Background: an optimization exercise with open tools, aiming at small area, a short achievable clock period and few clock cycles per item. Do not read the settings as production practice.
Function was checked by simulation only, so behaviour that the tests miss may differ from the original.

==> design.v <==
module crc_unit (
    input  wire        clk,
    input  wire        rst,              
    input  wire [6:0]  cfg_width,        
    input  wire [63:0] cfg_poly,         
    input  wire [63:0] cfg_init,
    input  wire [63:0] cfg_xorout,
    input  wire [5:0]  cfg_opts,         
    input  wire [63:0] cfg_prefix,       
    input  wire [3:0]  cfg_prefix_len,   
    input  wire [11:0] cfg_alive_off,
    input  wire        in_valid,
    output wire        in_ready,
    input  wire        in_sof,
    input  wire        in_eof,
    input  wire [3:0]  in_count,         
    input  wire [63:0] in_data,          
    input  wire        discard,
    input  wire        rebase,
    output reg         res_valid,
    output reg  [63:0] res_value,
    output reg  [2:0]  res_verdict,      
    output reg  [31:0] messages,
    output reg  [31:0] rejections
);
    localparam [2:0] V_NONE = 3'd0, V_OK = 3'd1, V_DIFFERS = 3'd2,
                     V_OOS  = 3'd3, V_BASE = 3'd4;
    localparam [2:0] S_RDY  = 3'd0,   
                     S_LOAD = 3'd1,   
                     S_SHP  = 3'd2,   
                     S_P0   = 3'd3,   
                     S_P1   = 3'd4,   
                     S_P2   = 3'd5,   
                     S_P3   = 3'd6,   
                     S_PF   = 3'd7;   
    integer i, j;
    genvar  gt, gi;
    reg        rst_q;
    reg [5:0]  opts_q;
    reg [6:0]  w_q;
    reg [11:0] aoff_q;
    reg [3:0]  plen_q;
    reg [63:0] xo_q;
    reg [63:0] poly_q;       
    reg [63:0] mu_q;         
    reg [63:0] start_q;      
    reg [2:0]  seq_q;
    reg        rdy_q;
    reg        v0, sof0, eof0, pf0, d0, rb0;
    reg [3:0]  c0;
    reg [63:0] x0;
    reg [63:0] crc_q;        
    reg [63:0] hold_q;       
    reg [3:0]  hcnt_q;
    reg [12:0] pos_q;
    reg [7:0]  ctr_q;
    reg        open_q;
    reg        e1;           
    reg [7:0]  base_q;
    reg        base_held_q;
    assign in_ready = rdy_q;
    wire opt_refin  = opts_q[0];
    wire opt_refout = opts_q[1];
    wire opt_alive  = opts_q[3];
    wire opt_verify = opts_q[4];
    wire opt_bigend = opts_q[5];
    wire [6:0] align = 7'd64 - w_q;
    wire [3:0] k_q   = opt_verify ? ((w_q + 7'd7) >> 3) : 4'd0;
    wire       pref  = opts_q[2] && (plen_q != 4'd0);
    wire        active   = v0 && !pf0 && (sof0 || open_q);
    wire [3:0]  k_eff    = pf0 ? 4'd0 : k_q;
    wire [3:0]  hcnt_cur = sof0 ? 4'd0 : hcnt_q;
    wire [63:0] hold_cur = sof0 ? 64'd0 : hold_q;
    wire [4:0]  total    = hcnt_cur + c0;
    wire [4:0]  nproc    = (total > k_eff) ? (total - k_eff) : 5'd0;
    wire        pad      = eof0 && (total < k_eff);
    wire [3:0]  cy       = pad ? (k_eff - hcnt_cur) : c0;    
    wire [3:0]  hcnt_new = (total > k_eff) ? k_eff : total[3:0];
    wire [63:0]  X = {x0[7:0], x0[15:8], x0[23:16], x0[31:24],
                      x0[39:32], x0[47:40], x0[55:48], x0[63:56]};
    reg  [63:0]  Xm;
    always @(*) begin
        for (i = 0; i < 8; i = i + 1)
            Xm[8*i +: 8] = (7 - i < c0) ? X[8*i +: 8] : 8'd0;
    end
    wire [127:0] J  = {hold_cur, X};
    wire [127:0] Jm = {hold_cur, Xm};
    wire [4:0]  dsh = 5'd8 - {1'b0, c0} + {1'b0, k_eff};
    reg  [16:0] dsel;
    reg  [8:0]  ysel, ksel;
    always @(*) begin
        for (i = 0; i < 17; i = i + 1) dsel[i] = v0 && (dsh == i);
        for (i = 0; i < 9; i = i + 1)  ysel[i] = (cy == i);
        for (i = 0; i < 9; i = i + 1)  ksel[i] = (k_q == i);
    end
    reg [63:0] Dr, Yl;
    always @(*) begin
        Dr = 64'd0;
        Yl = 64'd0;
        for (i = 0; i < 8; i = i + 1) begin
            for (j = 0; j < 17; j = j + 1)
                if (i + j <= 15)
                    Dr[8*i +: 8] = Dr[8*i +: 8] | ({8{dsel[j]}} & J[8*(i+j) +: 8]);
            for (j = 0; j < 9; j = j + 1)
                Yl[8*i +: 8] = Yl[8*i +: 8] | ({8{ysel[j]}} & Jm[8*(i+8-j) +: 8]);
        end
    end
    reg [63:0] hold_new;
    always @(*) begin
        for (i = 0; i < 8; i = i + 1)
            hold_new[8*i +: 8] = (i < k_eff) ? Yl[8*i +: 8] : 8'd0;
    end
    reg [63:0] Dref;
    always @(*) begin
        for (i = 0; i < 64; i = i + 1)
            Dref[i] = opt_refin ? Dr[8*(i/8) + 7 - (i%8)] : Dr[i];
    end
    wire [12:0] pos_cur   = sof0 ? 13'd0 : pos_q;
    wire [7:0]  ctr_cur   = sof0 ? 8'd0  : ctr_q;
    wire [12:0] alive_rel = {1'b0, aoff_q} - pos_cur;
    wire        alive_hit = ({1'b0, aoff_q} >= pos_cur) &&
                            (alive_rel < {9'd0, c0});
    wire [7:0]  ctr_new   = alive_hit ? x0[8*alive_rel[2:0] +: 8] : ctr_cur;
    wire [12:0] pos_new   = pos_cur[12] ? pos_cur : pos_cur + {9'd0, c0};
    reg [3:0] n_eng;
    always @(*) begin
        if (v0)                  n_eng = nproc[3:0];
        else case (seq_q)
            S_P0, S_P1: n_eng = 4'd1;
            S_P2:       n_eng = 4'd2;
            S_P3:       n_eng = 4'd4;
            default:    n_eng = 4'd0;
        endcase
    end
    reg [8:0] nsel;
    always @(*) begin
        for (i = 0; i < 9; i = i + 1) nsel[i] = (n_eng == i);
    end
    wire [63:0] R_in = (seq_q == S_P0) ? poly_q :
                       (v0 && sof0)    ? start_q : crc_q;
    reg [63:0] Rhi, Rlo;
    always @(*) begin
        Rhi = 64'd0;
        Rlo = 64'd0;
        for (i = 0; i < 8; i = i + 1)
            for (j = 0; j < 9; j = j + 1) begin
                if (j > i)
                    Rhi[8*i +: 8] = Rhi[8*i +: 8] | ({8{nsel[j]}} & R_in[8*(i+8-j) +: 8]);
                if (j <= i)
                    Rlo[8*i +: 8] = Rlo[8*i +: 8] | ({8{nsel[j]}} & R_in[8*(i-j) +: 8]);
            end
    end
    wire [63:0] H = Rhi ^ Dref;
    wire [63:0] hp;      
    wire [63:0] q = H ^ hp;
    wire [63:0] lp;      
    assign hp[63] = 1'b0;
    generate
        for (gt = 0; gt < 63; gt = gt + 1) begin : g_hi
            wire [62-gt:0] pp;
            for (gi = gt + 1; gi < 64; gi = gi + 1) begin : g_p
                assign pp[gi-gt-1] = H[gi] & mu_q[64+gt-gi];
            end
            assign hp[gt] = ^pp;
        end
        for (gt = 0; gt < 64; gt = gt + 1) begin : g_lo
            wire [gt:0] pp;
            for (gi = 0; gi <= gt; gi = gi + 1) begin : g_p
                assign pp[gi] = q[gi] & poly_q[gt-gi];
            end
            assign lp[gt] = ^pp;
        end
    endgenerate
    wire [63:0] R_out = lp ^ Rlo;
    wire        sh_cfg = (seq_q == S_SHP) || (seq_q == S_P0);
    reg  [63:0] crc_rev;
    always @(*) begin
        for (i = 0; i < 64; i = i + 1) crc_rev[i] = crc_q[63-i];
    end
    wire [63:0] sh_in  = sh_cfg ? x0 : (opt_refout ? crc_q : crc_rev);
    wire [6:0]  sh_amt = (sh_cfg || !opt_refout) ? align : 7'd0;
    wire [63:0] sh_out = sh_in << sh_amt;
    reg [7:0] mu8;
    reg [7:0] mt;
    always @(*) begin
        mt  = sh_out[63:56];
        mu8 = 8'd0;
        for (i = 7; i >= 0; i = i - 1) begin
            mu8[i] = mt[i];
            if (mt[i])
                for (j = 0; j < i; j = j + 1)
                    mt[j] = mt[j] ^ sh_out[64-i+j];
        end
    end
    reg [63:0] A;
    always @(*) begin
        for (i = 0; i < 64; i = i + 1) A[i] = sh_out[63-i];
    end
    wire [63:0] result = A ^ xo_q;
    reg [63:0] hold_rev;     
    always @(*) begin
        hold_rev = 64'd0;
        for (i = 0; i < 8; i = i + 1)
            for (j = 1; j <= 8; j = j + 1)
                if (i < j)
                    hold_rev[8*i +: 8] = hold_rev[8*i +: 8] |
                                         ({8{ksel[j]}} & hold_q[8*(j-1-i) +: 8]);
    end
    wire [63:0] recv  = opt_bigend ? hold_q : hold_rev;
    wire        match = (result == recv);
    reg [2:0] verdict;
    always @(*) begin
        if (!opt_verify)
            verdict = V_NONE;
        else if (!match)
            verdict = V_DIFFERS;
        else if (!opt_alive)
            verdict = V_OK;
        else if (!base_held_q)
            verdict = V_BASE;
        else if (ctr_q == base_q + 8'd1)
            verdict = V_OK;
        else
            verdict = V_OOS;
    end
    wire reject = (verdict == V_DIFFERS) || (verdict == V_OOS);
    reg open_next;
    always @(*) begin
        open_next = open_q;
        if (active) open_next = !eof0;
        if (d0 || rst_q) open_next = 1'b0;
    end
    wire restart = (!in_valid && !open_next && !(active && eof0)) || rst;
    function [2:0] adv(input [2:0] s, input p);
        case (s)
            S_RDY:   adv = S_RDY;
            S_P3:    adv = p ? S_PF : S_RDY;
            S_PF:    adv = S_RDY;
            default: adv = s + 3'd1;
        endcase
    endfunction
    wire [2:0] seq_next = restart ? S_LOAD : adv(seq_q, pref);
    wire       pfsel    = (seq_q == S_P3) && pref;
    always @(posedge clk) begin
        rst_q  <= rst;
        opts_q <= cfg_opts;
        w_q    <= cfg_width;
        aoff_q <= cfg_alive_off;
        plen_q <= cfg_prefix_len;
        xo_q   <= cfg_xorout;
        seq_q <= seq_next;
        rdy_q <= (adv(seq_next, pref) == S_RDY);
        v0   <= (in_valid && rdy_q) || (pfsel && !restart);
        sof0 <= pfsel ? 1'b1 : in_sof;
        eof0 <= pfsel ? 1'b0 : in_eof;
        pf0  <= pfsel;
        c0   <= pfsel ? cfg_prefix_len : in_count;
        x0   <= (seq_q == S_LOAD) ? cfg_poly :
                (seq_q == S_SHP)  ? cfg_init :
                pfsel             ? cfg_prefix : in_data;
        d0   <= discard && !in_valid;
        rb0  <= rebase && !in_valid;
        if (seq_q == S_SHP) begin
            poly_q <= sh_out;
            mu_q   <= {mu8, 56'd0};
        end
        if (seq_q == S_P0)
            start_q <= sh_out;
        if (seq_q == S_P1) mu_q[55:48] <= q[7:0];
        if (seq_q == S_P2) mu_q[47:32] <= q[15:0];
        if (seq_q == S_P3) mu_q[31:0]  <= q[31:0];
        if (v0 && pf0)
            start_q <= R_out;
        if (active || seq_q == S_P0 || seq_q == S_P1 || seq_q == S_P2)
            crc_q <= R_out;
        if (active) begin
            hold_q <= hold_new;
            hcnt_q <= hcnt_new;
            pos_q  <= pos_new;
            ctr_q  <= ctr_new;
        end
        open_q <= open_next;
        e1     <= active && eof0 && !rst_q;
        res_valid   <= e1 && !rst && !rst_q;
        res_value   <= result;
        res_verdict <= verdict;
        if (e1) begin
            if (messages != 32'hFFFFFFFF)
                messages <= messages + 32'd1;
            if (reject && rejections != 32'hFFFFFFFF)
                rejections <= rejections + 32'd1;
            if (opt_verify && match && opt_alive &&
                (verdict == V_BASE || verdict == V_OK)) begin
                base_q      <= ctr_q;
                base_held_q <= 1'b1;
            end
        end
        if (rb0)
            base_held_q <= 1'b0;
        if (rst_q) begin
            messages    <= 32'd0;
            rejections  <= 32'd0;
            base_held_q <= 1'b0;
        end
    end
endmodule
==> run.sh <==
#!/bin/bash
# synth_recipe.tcl (not shown) runs the flow's synth.tcl, then flattens the netlist and writes it again
# the make line also repeats each setting of config.mk as NAME=value (left out here)
make -C /OpenROAD-flow-scripts/flow DESIGN_CONFIG=/design/flow/config.mk WORK_HOME=/design/flow/orfs CLKGATE_MAP_FILE= SYNTH_SCRIPT=/design/flow/synth_recipe.tcl finish
==> config.mk <==
export PLATFORM = sky130hd
export DESIGN_NAME = crc_unit
export DESIGN_NICKNAME = crc_unit
export VERILOG_FILES = /design/flow/design.v
export SDC_FILE = /design/flow/constraint.sdc
export NUM_CORES = 8
export LEC_CHECK = 0
export CAP_MARGIN = 20
export CORE_MARGIN = 2
export CORE_UTILIZATION = 30
export SETUP_SLACK_MARGIN = 1.5
export SLEW_MARGIN = 20
==> constraint.sdc <==
create_clock -name core_clock -period 45.0 [get_ports {clk}]
set_input_delay 9.0000 -clock core_clock [delete_from_list [all_inputs] [get_ports {clk}]]
set_output_delay 9.0000 -clock core_clock [all_outputs]
set_load 0.01 [all_outputs]
==> run notes <==
==> layout make-up <==
| cell class | count | share of cell area, % |
|---|---|---|
| Multi-Input combinational cell | 12800 | 71.34 |
| Sequential cell | 658 | 13.57 |
| Timing Repair Buffer | 1075 | 7.579 |
| Tap cell | 4837 | 4.918 |
| Clock buffer | 95 | 1.706 |
| Inverter | 130 | 0.4026 |
| Clock inverter | 48 | 0.3945 |
| Antenna cell | 41 | 0.08337 |
==> worst reg2reg max path, delay by kind of cell (launching register included) <==
kind            cells  cell delay [ns]
mux                 2             0.72
simple gates       10             3.72
xor+xnor           10             3.52
compound gates      4             1.57
fa+ha+maj           3             1.60
buf+inv             7             2.59
flops               1             1.03
==> registers in the layout, summed over array words and instances, names as in the netlist, 63 cells and up <==
name       count
start_q       64
poly_q        63
mu_q          63
x0            64
hold_q        64
crc_q         64
res_value     64
xo_q          64
==> synthesized netlist by cell type (26+ instances only) <==
cell	n	area, um^2
o22ai_1	362	2265
nand3_1	523	2618
clkbuf_1	729	2736
nor3_1	214	1071
a31oi_1	88	550.5
a32oi_1	29	254.0
o21ai_0	543	2718
edfxtp_1	351	10540
o21ai_1	26	130.1
buf_6	29	326.6
xor2_1	820	7182
ha_1	45	563.0
and3_1	58	362.9
o221ai_1	45	394.1
mux4_2	52	1171
dfxtp_1	307	6146
o211ai_1	54	405.4
nand2_1	4394	16490
xnor3_1	499	11240
nor2_1	526	1974
buf_2	343	1717
a211oi_1	48	360.4
buf_4	90	675.7
or3_1	76	475.5
inv_1	121	454.2
mux2_2	88	991.0
a221oi_1	30	262.8
o21a_1	46	345.3
and2_1	50	312.8
nand2b_1	37	231.5
nor4_1	42	262.8
mux2i_1	464	4644
xnor2_1	2482	21740
a21oi_1	519	2597
buf_1	253	949.7
a22oi_1	113	848.3
nor2b_1	110	688.2
==> cells by family (layout without fill, tap and decap cells) <==
logic type	after synthesis	count (layout)
adder cells (fa/ha/maj)	50	50
flip-flops	658	658
buffers and inverters	1577	1348
other	0	41
AO/OA/AOI/OAI	2182	2182
multiplexers	605	605
AND/OR/NAND/NOR	6144	6144
XOR/XNOR	3820	3820
==> metal layers <==
layer | vias up | part of all wire, %
li1 | 49510 | -
met1 | 57550 | 36
met2 | 11320 | 39
met3 | 3211 | 16
met4 | 30 | 9.1
met5 | - | 0.040
==> metrics by stage <==
step	instances	hold slack (ns)	instance area, um^2	utilization [%]
floorplan	15040	0.3732	110700	-
global placement	19500	0.3784	120300	32.67
detailed placement	19500	0.3956	120300	32.68
CTS	19640	0.3889	122900	33.38
global route	19650	0.4054	123000	33.39
finish	19690	0.3602	123100	33.41
==> worst max-delay path by stage <==
stage | from | to | slack, ns | cells after the start
2_1_floorplan | in_valid | rdy_q$_DFF_P_ | 34.70 | 7
3_3_place_gp | w_q[0]$_DFF_P_ | start_q[40]$_DFFE_PP_ | 31.40 | 36
3_5_place_dp | w_q[0]$_DFF_P_ | start_q[49]$_DFFE_PP_ | 31.24 | 36
4_1_cts | w_q[0]$_DFF_P_ | start_q[49]$_DFFE_PP_ | 31.19 | 36
5_1_grt | w_q[0]$_DFF_P_ | start_q[40]$_DFFE_PP_ | 30.34 | 36
6_report | w_q[3]$_DFF_P_ | start_q[33]$_DFFE_PP_ | 29.99 | 36
==> results by group <==
STA
  • Layout Skew: 0.07883 ns
  • Slew @ Worst Pin: 1.364 ns
  • Worst Slack Setup Final: 29.99 ns
  • RSZ-0062 raised after global routing: false
  • Finish-stage setup viols: 0
  • Hold Violations, Final: 0
  • Peak Freq: 66.63 MHz
  • Tmin final: 15.01 ns
  • Slew Limit Fails: 0
  • Setup_tns: 0 ns
  • Final period util: 33.35%
  • Slew HR: 9.066%

Place
  • Pre-CTS setup slack: 31.24 ns
  • Number of port buffers: 492
  • Hpwl dp: 438.1 mm
  • Placer congestion estimate: 1.091

Worst setup path
  • CP Launch Type: flop
  • Worst r2r src: w_q[3]$_DFF_P_
  • Most frequent CP cell: nand2_1
  • FF-to-FF setup slack: 29.99 ns
  • Worst path required time: 45.48 ns
  • Critical Path AT: 15.49 ns
  • Kind of critical path: flop to flop
  • Max stage delay on crit path: 1.14 ns
  • Reg2reg end: start_q[33]$_DFFE_PP_
  • Crit path max fanout: 50
  • WP buf/inv: 7
  • Crit-path slowest cell: fa_4
  • CP delay by family, top: simple AND/OR/NAND/NOR gates
  • Worst setup EP type: flop
  • FF-to-FF path depth: 36

Synthesis
  • Netlist cell types: 112
  • Synth Warn #: 1
  • Synthesized net count: 15450
  • Top FF cell, synth: edfxtp_1
  • Yosys reg bits: 658
  • Mux share of post-synthesis cell area: 6.160%
  • Post-synth EDFFs: 351
  • Mean Syn Cell Area: 7.364 um^2
  • Main combinational cell family by area after synthesis: XOR/XNOR gates
  • Cells after synthesis: 15040
  • Simple-gate share of the synthesized area: 22.90%
  • Synth Area in Compound Gates: 12.39%
  • Synth Area in XOR/XNOR: 36.65%
  • Synth Area in Adders: 0.5899%
  • Sequential cell area fraction in the yosys report: 15.07%
  • Ys async rst share: 0%
  • Post-Syn Area: 0.1107 mm^2

Hold path
  • WHS Path Cells: 1
  • Hold path start: rb0$_DFF_P_
  • Hold Crit Class: flop to flop
  • Worst hold endpoint: base_held_q$_SDFFE_PP0P_

GRT
  • Largest net degree at the start of global routing: 107
  • GR Util met3: 14.06%
  • Vias in the first global route: 111100
  • GR Util met1: 42.05%
  • Number of antenna violations at the first check in global routing: 46
  • Total global-route track usage: 33.62%
  • Met2 Resource Use GR: 46.23%
  • Global route overflow: 0
  • Most used routing layer: met2
  • First-pass GRT wire length: 902.0 mm

Drt
  • Via count: 121600
  • Final WL: 659.0 mm
  • Post-DRT Antenna Nets: 0
  • Pre-Repair DR Iteration Count: 12
  • Initial DRC count: 23720
  • Post-DR wirelength/cell: 33.48 um
  • DR vias/cell: 6.178
  • DRC Markers: 0

Final layout
  • Footprint of the multi-input gates: 0.08780 mm^2
  • Layout cells sized above 1: 7.118%
  • Commonest cells after routing, fill and taps aside: 4389 x nand2_1, 2469 x xnor2_1, 813 x xor2_1
  • Final Net Count: 15150
  • Reg area: 0.01670 mm^2
  • Filler cells: 39020
  • Commonest non-fill, non-tap cell in the layout: nand2_1
  • Area delta synth->final: 11.14%

Die
  • Core Area: 0.3683 mm^2
  • Die W: 611.5 um
  • DIE AREA: 0.3740 mm^2
  • Starting density of the core: 30.06%
  • Die height: 611.5 um
  • # rows: 223
  • I/O pins: 493

Clock tree
  • Num CTS Buffers: 79
  • Clock buffer depth: 3
  • Clk sinks: 658
  • H-tree levels: 3
  • Clock slew at reported path FFs: 0.07 ns
  • Clock latency on the worst-skew pair: 0.75 ns
  • Root buffer cell: clkbuf_16
  • Cts repair resizes: 0
  • CTS Hold Bufs: 0
  • Post-CTS Setup Inserts: 0
  • CTS tree: yes

Run status
  • Outcome: complete, no violations

Job
  • Max Cap Viol: 0
Testbench counts, summed over its fixed seeds: cycles 12,900, octets 87,825.

-- static timing again, ports no longer ideal --
The flow's constraints put no driver on any port. The routed layout listed below was extracted and timed again, unchanged, in two steps.
Step 1: set_driving_cell puts a clkbuf_16 on clk and a buf_2 on each other input, an assumption about the parent block.
Step 2 adds t to the input delays and takes it off the output delays; t is the mean of the earliest and latest rising clock arrival at the registers after step 1. Input paths then give back, and output paths get back, about the clock's delay inside the block.
Slacks: ideal ports / drivers / drivers and shift; pairs: ideal ports / drivers.
t, ns: 0.794
setup slack, ns: 29.992 / 29.992 / 29.992
worst setup path at the end: register to register
After both steps setup and hold are still met in this run. The setup slack of this run moves by 0.000 ns with the drivers and by 0.000 ns with both steps.
